Background: an optimization exercise with open tools, aiming at small area, a short achievable clock period and few clock cycles per item. Do not read the settings as production practice.
In this exercise RTL edits were held to simulation tests only and were not proved equivalent to the original.

**flow/run.sh**
```bash
#!/bin/bash
# synth_recipe.tcl (not shown) runs the flow's synth.tcl, then flattens the netlist and writes it again
# the make line also repeats each setting of config.mk as NAME=value (left out here)
make -C /OpenROAD-flow-scripts/flow DESIGN_CONFIG=/design/flow/config.mk WORK_HOME=/design/flow/orfs CLKGATE_MAP_FILE= SYNTH_SCRIPT=/design/flow/synth_recipe.tcl finish
```
**flow/config.mk**
```make
export PLATFORM = sky130hd
export DESIGN_NAME = prs_engine
export DESIGN_NICKNAME = prs_engine
export VERILOG_FILES = /design/flow/design.v
export SDC_FILE = /design/flow/constraint.sdc
export NUM_CORES = 4
export LEC_CHECK = 0
export CAP_MARGIN = 20
export CORE_MARGIN = 2
export CORE_UTILIZATION = 40
export SLEW_MARGIN = 20
```
**flow/constraint.sdc**
```tcl
create_clock -name core_clock -period 56.0 [get_ports {clk}]
set_input_delay 11.2000 -clock core_clock [delete_from_list [all_inputs] [get_ports {clk}]]
set_output_delay 11.2000 -clock core_clock [all_outputs]
set_load 0.01 [all_outputs]
```
**flow/design.v**
```verilog
module prs_engine (
    input  wire        clk,
    input  wire        rst,           
    input  wire [2:0]  cfg_e,         
    input  wire [2:0]  cfg_dec,       
    input  wire        cfg_signed,    
    input  wire        in_valid,
    output wire        in_ready,
    input  wire [14:0] in_sample,
    output wire        out_valid,
    input  wire        out_ready,
    output wire [31:0] out_data,
    output wire        out_last
);
    localparam [2:0] S_COLLECT = 3'd0,
                     S_CODE    = 3'd1,
                     S_SELECT  = 3'd2,
                     S_CTRL    = 3'd3,
                     S_BODY    = 3'd4;
    localparam [1:0] P_RAW   = 2'd0,
                     P_UNARY = 2'd1,
                     P_LOW   = 2'd2;
    reg [2:0] state;
    reg [3:0] e_val;
    always @(*) begin
        case (cfg_e)
            3'd0:    e_val = 4'd0;
            3'd1:    e_val = 4'd1;
            3'd2:    e_val = 4'd2;
            3'd3:    e_val = 4'd4;
            default: e_val = 4'd8;
        endcase
    end
    wire [3:0] w_m1 = cfg_signed ? 4'd14 : 4'd13;
    wire [4:0] w    = {1'b0, w_m1} + 5'd1;
    reg  signed [20:0] acc;
    reg         [4:0]  gcnt;
    reg                gped;
    reg  signed [15:0] xbuf [0:31];
    reg         [4:0]  xi;
    reg                blk_ped;
    wire signed [15:0] s_in = cfg_signed ? {in_sample[14], in_sample[14:0]}
                                         : {2'b00, in_sample[13:0]};
    wire s_is_ped = cfg_signed ? (in_sample == 15'h3FFF || in_sample == 15'h4001)
                               : (in_sample[13:0] == 14'h3FFF);
    wire [4:0]         gmax   = (5'd1 << cfg_dec) - 5'd1;
    wire signed [20:0] total  = acc + {{5{s_in[15]}}, s_in};
    wire signed [20:0] floorv = total >>> cfg_dec;
    wire [20:0]        mask   = (21'd1 << cfg_dec) - 21'd1;
    wire [20:0]        rem    = total & mask;
    wire [20:0]        half   = (21'd1 << cfg_dec) >> 1;
    wire               rnd_up = (cfg_dec != 3'd0) &&
                                ((rem > half) || (rem == half && floorv[0]));
    wire signed [20:0] meanv  = floorv + (rnd_up ? 21'sd1 : 21'sd0);
    wire               grp_ped = gped | s_is_ped;
    wire signed [15:0] grp_out = grp_ped ? 16'sh3FFF : meanv[15:0];
    assign in_ready = (state == S_COLLECT);
    wire   in_fire  = in_valid && in_ready;
    wire        ped_eff = blk_ped;
    wire [3:0]  e_eff   = ped_eff ? 4'd0 : e_val;
    wire [2:0]  e_code  = ped_eff ? 3'd0 : cfg_e;
    wire signed [17:0] hi = (e_eff == 4'd0) ? 18'sh3FFF : 18'sh3FFE;
    wire signed [17:0] lo = cfg_signed ? -hi : 18'sd0;
    wire [4:0]  step = {e_eff, 1'b1};
    reg  signed [15:0] xr0, xr1;       
    reg         [4:0]  n;              
    reg         [16:0] ubuf [0:29];
    reg         [21:0] sums [0:14];    
    wire signed [17:0] xn    = xbuf[n];
    wire signed [17:0] p_raw = 18'sd2 * xr1 - xr0;
    wire signed [17:0] p     = (p_raw < lo) ? lo : (p_raw > hi) ? hi : p_raw;
    wire signed [17:0] r     = xn - p;
    wire        [16:0] rmag  = r[17] ? -r[16:0] : r[16:0];
    wire        [16:0] qmag  = (rmag + e_eff) / step;
    wire signed [17:0] q     = r[17] ? -$signed({1'b0, qmag}) : $signed({1'b0, qmag});
    wire signed [17:0] xr_raw = p + q * $signed({13'd0, step});
    wire signed [17:0] xr_n  = (xr_raw < lo) ? lo : (xr_raw > hi) ? hi : xr_raw;
    wire               q_neg = r[17] && (qmag != 17'd0);
    wire        [16:0] u_n   = q_neg ? {qmag[15:0], 1'b0} - 17'd1 : {qmag[15:0], 1'b0};
    reg  [21:0] bits_k [0:14];
    reg  [21:0] best_bits;
    reg  [3:0]  best_k;
    integer     kk;
    always @(*) begin
        for (kk = 0; kk < 15; kk = kk + 1)
            bits_k[kk] = sums[kk] + 22'd30 * (kk + 1);
        best_bits = bits_k[0];
        best_k    = 4'd0;
        for (kk = 1; kk < 15; kk = kk + 1)
            if (bits_k[kk] < best_bits) begin
                best_bits = bits_k[kk];
                best_k    = kk[3:0];
            end
    end
    wire        escape   = best_bits > 22'd30 * w;
    reg  [3:0]  K;
    reg  [15:0] len;
    wire [31:0] ctrl_word = {K, e_code, ped_eff, 1'b0, cfg_dec, w_m1, len};
    reg  [1:0]  phase;
    reg  [4:0]  si;           
    reg  [3:0]  bj;           
    reg  [4:0]  ci;           
    reg  [16:0] ones;         
    reg  [31:0] wbuf;
    reg  [4:0]  wcnt;
    reg         wfull;
    reg         wlast;
    wire [15:0] cur_x = xbuf[si];
    wire [16:0] cur_u = ubuf[ci];
    reg         bit_v;
    reg         body_done;
    always @(*) begin
        case (phase)
            P_RAW:   bit_v = cur_x[bj];
            P_UNARY: bit_v = (ones != 17'd0);
            default: bit_v = cur_u[bj];
        endcase
        body_done = 1'b0;
        case (phase)
            P_RAW:   body_done = (bj == 4'd0) && (K == 4'd15) && (si == 5'd31);
            P_UNARY: body_done = (ones == 17'd0) && (K == 4'd0) && (ci == 5'd29);
            default: body_done = (bj == 4'd0) && (ci == 5'd29);
        endcase
    end
    assign out_valid = (state == S_CTRL) || (state == S_BODY && wfull);
    assign out_data  = (state == S_CTRL) ? ctrl_word : wbuf;
    assign out_last  = (state == S_BODY) && wlast;
    wire   out_fire  = out_valid && out_ready;
    integer i;
    always @(posedge clk) begin
        if (rst) begin
            state   <= S_COLLECT;
            acc     <= 21'sd0;
            gcnt    <= 5'd0;
            gped    <= 1'b0;
            xi      <= 5'd0;
            blk_ped <= 1'b0;
            wfull   <= 1'b0;
            wlast   <= 1'b0;
        end else begin
            case (state)
                S_COLLECT: if (in_fire) begin
                    if (gcnt == gmax) begin
                        xbuf[xi] <= grp_out;
                        blk_ped  <= blk_ped | grp_ped;
                        acc      <= 21'sd0;
                        gcnt     <= 5'd0;
                        gped     <= 1'b0;
                        xi       <= xi + 5'd1;
                        if (xi == 5'd31) begin
                            state <= S_CODE;
                            n     <= 5'd2;
                            xr0   <= xbuf[0];
                            xr1   <= xbuf[1];
                            for (i = 0; i < 15; i = i + 1)
                                sums[i] <= 22'd0;
                        end
                    end else begin
                        acc  <= total;
                        gcnt <= gcnt + 5'd1;
                        gped <= grp_ped;
                    end
                end
                S_CODE: begin
                    ubuf[n - 5'd2] <= u_n;
                    for (i = 0; i < 15; i = i + 1)
                        sums[i] <= sums[i] + {5'd0, u_n >> i};
                    xr0 <= xr1;
                    xr1 <= xr_n[15:0];
                    n   <= n + 5'd1;
                    if (n == 5'd31)
                        state <= S_SELECT;
                end
                S_SELECT: begin
                    if (escape) begin
                        K   <= 4'd15;
                        len <= {9'd0, w, 2'b00};              
                    end else begin
                        K   <= best_k;
                        len <= (best_bits[15:0] + {10'd0, w, 1'b0} + 16'd7) >> 3;
                    end
                    state <= S_CTRL;
                end
                S_CTRL: if (out_fire) begin
                    state <= S_BODY;
                    phase <= P_RAW;
                    si    <= 5'd0;
                    bj    <= w_m1;
                    ci    <= 5'd0;
                    wbuf  <= 32'd0;
                    wcnt  <= 5'd0;
                    wfull <= 1'b0;
                    wlast <= 1'b0;
                end
                S_BODY: begin
                    if (wfull) begin
                        if (out_fire) begin
                            wfull <= 1'b0;
                            wbuf  <= 32'd0;
                            if (wlast) begin
                                wlast   <= 1'b0;
                                state   <= S_COLLECT;
                                xi      <= 5'd0;
                                blk_ped <= 1'b0;
                            end
                        end
                    end else begin
                        wbuf[{wcnt[4:3], ~wcnt[2:0]}] <= bit_v;
                        wcnt <= wcnt + 5'd1;
                        if (wcnt == 5'd31 || body_done)
                            wfull <= 1'b1;
                        if (body_done)
                            wlast <= 1'b1;
                        case (phase)
                            P_RAW: begin
                                if (bj == 4'd0) begin
                                    bj <= w_m1;
                                    si <= si + 5'd1;
                                    if (K != 4'd15 && si == 5'd1) begin
                                        phase <= P_UNARY;
                                        ones  <= ubuf[0] >> K;
                                    end
                                end else begin
                                    bj <= bj - 4'd1;
                                end
                            end
                            P_UNARY: begin
                                if (ones != 17'd0) begin
                                    ones <= ones - 17'd1;
                                end else if (K != 4'd0) begin
                                    phase <= P_LOW;
                                    bj    <= K - 4'd1;
                                end else begin
                                    ci   <= ci + 5'd1;
                                    ones <= ubuf[ci + 5'd1] >> K;
                                end
                            end
                            default: begin
                                if (bj == 4'd0) begin
                                    phase <= P_UNARY;
                                    ci    <= ci + 5'd1;
                                    ones  <= ubuf[ci + 5'd1] >> K;
                                end else begin
                                    bj <= bj - 4'd1;
                                end
                            end
                        endcase
                    end
                end
                default: state <= S_COLLECT;
            endcase
        end
    end
endmodule
```
==> notes.md <==
fin. max-slew vios=0; achievable frequency=~19 MHz; final non-filler cell total=13057; CTS Sinks=around 1500; GPL Wtd Cong=0.892; reg2reg start=xr1[0]; row count=189; IO Port Bufs=60; Seq/Total Area, Yosys=0.425; dpl hpwl=between 200000 and 250000 µm; H-tree Lvls=4; Initial Utilization=0.403; cells after synthesis=9263; CTS tree=built; worst-skew pair later-pin latency=~0.90 ns; most frequent cells in the layout=1476 x edfxtp_1, 823 x nor2_1, 667 x ha_1, 628 x mux4_2, 623 x nand2_1; Routed WL per cell=23.5 µm; die span in x=521 µm; Final period util=0.948; CP max FO=13; Final setup viols=0; largest net degree at the start of global routing=200; gr ovfl total=0; Setup Skew=0.126 ns; IO Count=61; Worst EP required=56.54 ns; Hold Path Stages=2; CTS Root Cell=clkbuf_16; Final min period=~53 ns; R2R cell count=between 200 and 250; Post-route DRC=0; ys flop type=edfxtp_1; initial antenna violation count=11; die area=271000 µm²; syn_area_per_cell=11.5 µm²; number of routed nets with antenna violations=0; crit-path max cell delay=~0.66 ns; status=complete, no violations; buffer depth of the longest clock path=4; global-route wire length before repair=approximately 470000 µm; Tightest Hold Check Type=reg2reg; via count=77170; Worst-Margin Slew=1.33 ns; CP most frequent cell=ha_1; DRT iter0 DRCs=7289; Inserted Clock Buffers=between 150 and 200; CTS clk-pin slew, worst paths=0.06 ns; hold_buf cts=0; Total Routing Usage GR=0.222; maxcap violations=0; Final #Nets=10165; post-synthesis cell area=107000 µm²; #FFs+latches synth=approximately 1500; commonest non-fill, non-tap cell in the layout=edfxtp_1; drt pass-1 iters=6; height of the die=approximately 520 µm; final core utilization=0.449; share of layout cells above drive strength 1=0.172; ys async rst share=0; kind of start point of the critical path=input pin; EDFF count, synth=1476; synth warn=3; count of different cell masters after synthesis=131; Area Growth Syn to Fin=11.5%; WS Path Type=in2reg; Hold Vio Cnt, Final=0; DR vias/cell=5.91; post-placement cell count=12727; Hold Crit Start=acc[0]; Arrival @ worst endpoint=53.63 ns; critical path capture point type=flip-flop; CP max-delay cell=or4b_2; final wirelength=307000 µm; max_slew headroom=0.114; crit path from=cfg_signed; number of global-route vias before repair=roughly 76000; Core ar.=265000 µm²
==> state kept, by name (all words and copies together), names as in the netlist, 2 cells and up, named ones only <==
signal / cells
n: 5
ones: 17
wbuf: 32
sums: 330
ubuf: 510
wcnt: 5
si: 5
ci: 5
len: 13
xbuf: 512
xr0: 16
K: 4
bj: 4
gcnt: 5
acc: 21
xr1: 16
xi: 5
phase: 2
state: 3
==> path summary, 6_finish.rpt <==
| check | end | slack [ns] |
|---|---|---|
| hold reg to reg | acc[0] | 0.47 |
| setup / recovery | xr1[0] | 2.91 |
| setup reg to reg | xr1[0] | 11.50 |
| hold / removal | acc[0] | 0.47 |
==> Yosys cell counts (15+ instances only) <==
cell,number,share of area
o21a_1,76,0.0053
nor2_1,870,0.031
and4_1,21,0.0017
nor4_1,44,0.0026
nand4_1,127,0.0074
nand2_1,628,0.022
nand2b_1,95,0.0056
a211oi_1,48,0.0034
edfxtp_1,1476,0.42
a31oi_1,47,0.0028
xor2_1,265,0.022
o211ai_1,27,0.0019
nor2b_1,130,0.0076
a21oi_1,581,0.027
or2_2,33,0.0019
o21bai_1,111,0.0078
nor3_1,137,0.0064
o221ai_1,20,0.0016
and2_1,86,0.0050
mux4_2,628,0.13
and3_1,74,0.0043
ha_1,673,0.079
o21ai_0,384,0.018
mux2i_1,147,0.014
nand3_1,187,0.0088
dfxtp_1,53,0.0099
buf_1,77,0.0027
clkbuf_1,315,0.011
a21o_1,203,0.014
mux2_2,172,0.018
o21ai_1,29,0.0014
a22oi_1,22,0.0015
or4_1,16,0.0011
fa_1,74,0.014
o22ai_1,16,0.00094
or3_1,118,0.0069
nand3b_1,18,0.0013
inv_1,458,0.016
xnor2_1,458,0.038
nor3b_1,15,0.0011
==> timing repair <==
action,4_1_cts,5_1_grt
pin swaps,0,20
endpoints found under the setup margin,1,200
setup buffers,2,20
hold endpoints to repair,0,0
gates resized for setup,2,93
gates cloned,0,0
==> final cells by class <==
cell class	count	area, µm²
clock inverter	94	861
fill	24203	146000
timing repair buffer	358	2950
tap	3533	4420
clock buffer	205	4500
multi-input combinational	6871	59100
antenna	7	17.5
sequential	1529	45400
inverter	460	1730
==> per-stage QoR <==
stage / hold slack, ns / setup TNS (ns) / area [µm²] / setup slack, ns
6_report: 0.469 / 0 / 119000 / 2.91
5_1_grt: 0.488 / -0.357 / 119000 / -0.0919
4_1_cts: 0.465 / 0 / 118000 / 0.0504
3_5_place_dp: 0.452 / -6.99 / 113000 / -0.735
3_3_place_gp: 0.445 / 0 / 113000 / 0.264
2_1_floorplan: 0.436 / 0 / 107000 / 0.0726
==> critical path, delay by kind of cell <==
family,cells,cell delay (ns)
XOR/XNOR,10,1.79
adder cells (fa/ha/maj),25,8.54
multiplexers,6,1.64
AO/OA/AOI/OAI,93,16.46
buffers and inverters,16,2.16
AND/OR/NAND/NOR,65,11.72
==> layer usage <==
| metal | vias up | GRT usage | wire length (µm) |
|---|---|---|---|
| li1 | 35324 | - | - |
| met1 | 38648 | 0.309 | 133000 |
| met2 | 2769 | 0.362 | 144000 |
| met3 | 419 | 0.0336 | 22600 |
| met4 | 10 | 0.0563 | 7570 |
| met5 | - | 0 | 71 |
==> cells by family (layout without fill, tap and decap cells) <==
group	Yosys count	count (layout)	share of synthesized area
buf+inv	868	1117	0.0310
xor+xnor	726	726	0.0597
compound gates	1781	1781	0.106
simple gates	2656	2656	0.120
flops	1529	1529	0.425
mux	955	955	0.166
other cells	1	13	0.0000351
fa+ha+maj	747	747	0.0927
Testbench counts, summed over its fixed seeds: cycles 115,662, blocks 384.

port drivers added, routing unchanged:
The flow's constraints put no driver on any port. The routed layout listed below was extracted and timed again, unchanged, in two steps. Step 1, drivers: a clkbuf_16 drives clk and a buf_2 each remaining input, both assumed. Step 2, shift: input delay + t, output delay - t, t = (earliest + latest rising clock arrival at the registers) / 2. This alone moves slack from input paths to output paths. Slacks: ideal / step 1 / step 2; pairs: ideal / step 1.
t, ns: 0.918
setup slack, ns: 2.913 / 2.971 / 2.053
worst setup path at the end: input to register
After both steps this run still meets setup and hold. For this run, drivers alone change the setup slack by +0.058 ns; drivers and shift together by -0.860 ns.
